This design comes from an exercise in tuning for small area, a short achievable clock period and few clock cycles on the open sky130 flow, not from production work.
Where RTL was checked, it was by simulation tests only, not by an equivalence proof against the original.

==> inputs of v13 <==
==> flow/design.v (excerpt) <==
module sha256_engine (
    input  wire         clk,
    input  wire         rst,           
    input  wire         blk_valid,
    output wire         blk_ready,
    input  wire         blk_first,     
    input  wire [511:0] blk_data,      
    output reg          dig_valid,
    output wire [255:0] digest         
);
    localparam [31:0] IV0 = 32'h6A09E667, IV1 = 32'hBB67AE85, IV2 = 32'h3C6EF372, IV3 = 32'hA54FF53A,
                      IV4 = 32'h510E527F, IV5 = 32'h9B05688C, IV6 = 32'h1F83D9AB, IV7 = 32'h5BE0CD19;
    localparam [2047:0] K_TAB = {
        32'hC67178F2, 32'hBEF9A3F7, 32'hA4506CEB, 32'h90BEFFFA,
        32'h8CC70208, 32'h84C87814, 32'h78A5636F, 32'h748F82EE,
        32'h682E6FF3, 32'h5B9CCA4F, 32'h4ED8AA4A, 32'h391C0CB3,
        32'h34B0BCB5, 32'h2748774C, 32'h1E376C08, 32'h19A4C116,
        32'h106AA070, 32'hF40E3585, 32'hD6990624, 32'hD192E819,
        32'hC76C51A3, 32'hC24B8B70, 32'hA81A664B, 32'hA2BFE8A1,
        32'h92722C85, 32'h81C2C92E, 32'h766A0ABB, 32'h650A7354,
        32'h53380D13, 32'h4D2C6DFC, 32'h2E1B2138, 32'h27B70A85,
        32'h14292967, 32'h06CA6351, 32'hD5A79147, 32'hC6E00BF3,
        32'hBF597FC7, 32'hB00327C8, 32'hA831C66D, 32'h983E5152,
        32'h76F988DA, 32'h5CB0A9DC, 32'h4A7484AA, 32'h2DE92C6F,
        32'h240CA1CC, 32'h0FC19DC6, 32'hEFBE4786, 32'hE49B69C1,
        32'hC19BF174, 32'h9BDC06A7, 32'h80DEB1FE, 32'h72BE5D74,
        32'h550C7DC3, 32'h243185BE, 32'h12835B01, 32'hD807AA98,
        32'hAB1C5ED5, 32'h923F82A4, 32'h59F111F1, 32'h3956C25B,
        32'hE9B5DBA5, 32'hB5C0FBCF, 32'h71374491, 32'h428A2F98
    };
    reg  [5:0]  kaddr;
    wire [31:0] k_cur = K_TAB[32*kaddr +: 32];
    reg  [5:0]  t;
    function [31:0] rotr(input [31:0] x, input integer n);
        rotr = (x >> n) | (x << (32 - n));
    endfunction
    function [31:0] big_sigma0(input [31:0] x);
        big_sigma0 = rotr(x, 2) ^ rotr(x, 13) ^ rotr(x, 22);
    endfunction
    function [31:0] big_sigma1(input [31:0] x);
        big_sigma1 = rotr(x, 6) ^ rotr(x, 11) ^ rotr(x, 25);
    endfunction
    function [31:0] small_sigma0(input [31:0] x);
        small_sigma0 = rotr(x, 7) ^ rotr(x, 18) ^ (x >> 3);
    endfunction
  ...
Settings: LEC_CHECK=0, CAP_MARGIN=20, CORE_MARGIN=2, CORE_UTILIZATION=40, CTS_CLUSTER_DIAMETER=120, CTS_CLUSTER_SIZE=24, PLACE_DENSITY=0.6, SLEW_MARGIN=20, SYNTH_HIERARCHICAL=1, SYNTH_MINIMUM_KEEP_SIZE=0; clock period 11.0 ns.
standard.sh (not shown) runs the stock make flow with config.mk's settings and CLKGATE_MAP_FILE= SYNTH_SCRIPT=/design/flow/synth_recipe.tcl, a recipe that flattens the netlist after the stock synthesis.
==> flow/flow/run.sh <==
#!/bin/bash
# The standard layout (standard.sh), with timing repair asked to
# overfix setup by SETUP_SLACK_MARGIN ns; the clock and constraints are
# the design's. The make output goes to standard_flow.log, each ORFS step's
# log to orfs/logs.
set -euo pipefail
export SETUP_SLACK_MARGIN=6.5
# every port still gets a buffer, of the smallest buffer cell
export BUFFER_PORTS_ARGS="-buffer_cell sky130_fd_sc_hd__buf_1"
bash standard.sh > standard_flow.log 2>&1
==> inputs of v6, as changes to v13 <==
--- a/flow/design.v
+++ b/flow/design.v
@@ -124,31 +124,28 @@
                 2'd2:    begin iv_a = IV2; iv_e = IV6; end
                 default: begin iv_a = IV1; iv_e = IV5; end
             endcase
         end
     end
     wire        base_iv = first_cur && ffg;
     wire [31:0] base_a = base_iv ? iv_a : hc[3];
     wire [31:0] base_e = base_iv ? iv_e : hc[7];
-    wire [31:0] sum_a, sum_e;
-    sha256_cpa32 u_cpa_fa (.x(base_a), .y(ffg ? a : 32'd0), .s(sum_a));
-    sha256_cpa32 u_cpa_fe (.x(base_e), .y(ffg ? e : 32'd0), .s(sum_e));
+    wire [31:0] sum_a  = base_a + (ffg ? a : 32'd0);
+    wire [31:0] sum_e  = base_e + (ffg ? e : 32'd0);
     wire [31:0] w_blk = blk_data[511 - 32*wsel -: 32];
     wire [31:0] ws1s = csa_s(small_sigma1(w[14]), w[9], small_sigma0(w[1]));
     wire [31:0] ws1c = csa_c(small_sigma1(w[14]), w[9], small_sigma0(w[1]));
     wire [31:0] ws2s = csa_s(ws1s, ws1c, w[0]), ws2c = csa_c(ws1s, ws1c, w[0]);
-    wire [31:0] w_sch;
-    sha256_cpa32 u_cpa_w (.x(ws2s), .y(ws2c), .s(w_sch));
+    wire [31:0] w_sch = ws2s + ws2c;
     wire [31:0] w_in = use_sch ? w_sch : w_blk;
     wire        fetch0  = idle || (run && t == 6'd63);
     wire        init_nx = blk_first || (h_iv && idle);
     wire [31:0] x1s = csa_s(g, k_cur, w[15]), x1c = csa_c(g, k_cur, w[15]);
-    wire [31:0] x_nxt;
-    sha256_cpa32 u_cpa_x (.x(x1s), .y(x1c), .s(x_nxt));
+    wire [31:0] x_nxt = x1s + x1c;
     integer i;
     always @(posedge clk) begin
         x <= x_nxt;
         if (ld) begin
             a <= init_iv ? IV0 : sum_a;
             b <= init_iv ? IV1 : hc[0];
             c <= init_iv ? IV2 : hc[1];
             d <= init_iv ? IV3 : hc[2];
==> flow/flow/run.sh (replaced) <==
#!/bin/bash
# The standard layout (standard.sh), with timing repair asked to
# overfix setup by SETUP_SLACK_MARGIN ns; the clock and constraints are
# the design's. The make output goes to standard_flow.log, each ORFS step's
# log to orfs/logs.
set -euo pipefail
export SETUP_SLACK_MARGIN=7
# every port still gets a buffer, of the smallest buffer cell
export BUFFER_PORTS_ARGS="-buffer_cell sky130_fd_sc_hd__buf_1"
bash standard.sh > standard_flow.log 2>&1
Settings changed: CTS_CLUSTER_DIAMETER 120 to default, CTS_CLUSTER_SIZE 24 to default.
==> metrics.yaml <==
status: "timing/DRC/antenna clean"
grt_max_degree: 81
synthTopCellsByArea: "dfxtp_1 30%, edfxtp_1 14%, fa_1 9.6%"
multi_input_area_share_pct: 45.1
htree_levels: 3
die_w_um: 371
final_cell_area_um2: 67700
synth_commonest_cells: "798 x dfxtp_1, 436 x inv_1, 342 x a21oi_1"
tightestPinTransition_ps: 1180
dp_cells: 7296
synth_compound_area_share_pct: 15.4
the above is filed under v6

==> metrics.yaml <==
status: "timing/DRC/antenna clean"
die_h_um: 373
topRoutingLayerUsed: "met5"
critPathMaxFanout: 17
synth_commonest_cells: "798 x dfxtp_1, 526 x inv_1, 352 x nand2_1"
drv_cap: 0
regMostFlops: "w"
synth_top_area_share_pct: 29.4
wire_per_inst_um: 29.4
grt_max_degree: 78
htree_levels: 2
hold_viol_final: 0
cp.depth: 17
synth_compound_area_share_pct: 14.6
dp_cells: 7340
die_w_um: 373
the above is filed under v13

Testbench counts of v13, summed over its fixed seeds: cycles 12,504.
For v6, only the layout was checked, not whether the RTL still works.

* * *

==> inputs of exp/ember <==
Another version of the RTL of sha256_engine (not shown whole).
export LEC_CHECK = 0
export CAP_MARGIN = 20
export CORE_MARGIN = 2
export CORE_UTILIZATION = 40
export CTS_CLUSTER_DIAMETER = 120
export CTS_CLUSTER_SIZE = 24
export PLACE_DENSITY = 0.6
export SLEW_MARGIN = 20
export SYNTH_HIERARCHICAL = 1
export SYNTH_MINIMUM_KEEP_SIZE = 0
create_clock -name core_clock -period 11.0 [get_ports {clk}]
==> flow/flow/run.sh <==
#!/bin/bash
# The standard layout (standard.sh), with timing repair asked to
# overfix setup by SETUP_SLACK_MARGIN ns; the clock and constraints are
# the design's. The make output goes to standard_flow.log, each ORFS step's
# log to orfs/logs.
set -euo pipefail
export SETUP_SLACK_MARGIN=7
# every port still gets a buffer, of the smallest buffer cell
export BUFFER_PORTS_ARGS="-buffer_cell sky130_fd_sc_hd__buf_1"
bash standard.sh > standard_flow.log 2>&1
==> inputs of exp/maple, as changes to exp/ember <==
--- a/flow/design.v
+++ b/flow/design.v
@@ -26,13 +26,14 @@
         32'hC19BF174, 32'h9BDC06A7, 32'h80DEB1FE, 32'h72BE5D74,
         32'h550C7DC3, 32'h243185BE, 32'h12835B01, 32'hD807AA98,
         32'hAB1C5ED5, 32'h923F82A4, 32'h59F111F1, 32'h3956C25B,
         32'hE9B5DBA5, 32'hB5C0FBCF, 32'h71374491, 32'h428A2F98
     };
     reg  [5:0]  kaddr;
-    wire [31:0] k_cur = K_TAB[32*kaddr +: 32];
+    wire [31:0] k_rom = K_TAB[32*kaddr +: 32];
+    reg  [31:0] k_cur;
     reg  [5:0]  t;
     function [31:0] rotr(input [31:0] x, input integer n);
         rotr = (x >> n) | (x << (32 - n));
     endfunction
     function [31:0] big_sigma0(input [31:0] x);
         big_sigma0 = rotr(x, 2) ^ rotr(x, 13) ^ rotr(x, 22);
@@ -178,13 +179,14 @@
         end
         ffg     <= n_run || (n_ld && n_fin);
         biv     <= (n_run || (n_ld && n_fin)) && ((ld && go) ? init_iv : first_cur);
         ivs     <= {n_ld, n_run && n_t == 6'd63, n_run && n_t == 6'd62, n_run && n_t == 6'd61};
         use_sch <= n_run && (n_t >= 6'd14) && (n_t != 6'd63);
         wsel    <= n_fetch0 ? 4'd0 : n_ld ? 4'd1 : n_t[3:0] + 4'd2;
-        kaddr   <= n_ld ? 6'd0 : n_t + 6'd1;
+        kaddr   <= n_fetch0 ? 6'd0 : n_ld ? 6'd1 : n_t + 6'd2;
+        k_cur   <= k_rom;
         if (fetch0) init_iv <= init_nx;
         if (ld && go) first_cur <= init_iv;
     end
 endmodule
 module sha256_cpa32 (
     input  wire [31:0] x,
==> out/qor.yml <==
outcome: "complete, no violations"
avgSynthCellArea_sq_um: 10.9
max-slew-margin-rel_pct: 28.9
fin_crit_sh_pct: 37.8
regToRegStartpoint: "a[4]"
setup_ws_ns: 6.84
grtUsageMet2_pct: 46.9
-- figures above: exp/maple

==> out/qor.yml <==
setup_ws_ns: 6.71
grtUsageMet2_pct: 49.7
busiest_layer: "met2"
max-slew-margin-rel_pct: 26.8
regToRegStartpoint: "kaddr[1]"
outcome: "complete, no violations"
fin_crit_sh_pct: 39.0
cp_slowest_cell: "mux4_2"
-- figures above: exp/ember

Testbench counts of exp/maple, summed over its fixed seeds: cycles 12,504.
Function not checked in exp/ember: the RTL went through the layout flow alone.

==> static timing again, ports no longer ideal <==
In the flow no input, the clock included, has a driving cell. The finished layouts below were timed again as built, in two steps.
Step 1, drivers: a clkbuf_16 drives clk and a buf_2 each remaining input, both assumed.
Step 2 times the ports against the registers' clock, not the clock port: input delays grow and output delays shrink by t, the midpoint of the rising clock arrivals with the driver on.
Slacks: ideal ports / drivers / drivers and shift; pairs: ideal ports / drivers.
run	shift t [ns]	slack for setup (ns)	worst setup path at the end
v13	0.774	6.539 / 6.539 / 6.108	input to register
v6	0.811	6.315 / 6.315 / 6.304	input to register
exp/ember	0.744	6.709 / 6.709 / 6.311	input to register
exp/maple	0.768	6.837 / 6.837 / 6.510	input to register
After both steps every run listed still meets setup and hold. The setup slack of v13, which loses most, moves by 0.000 ns with the drivers and by -0.431 ns with both steps.
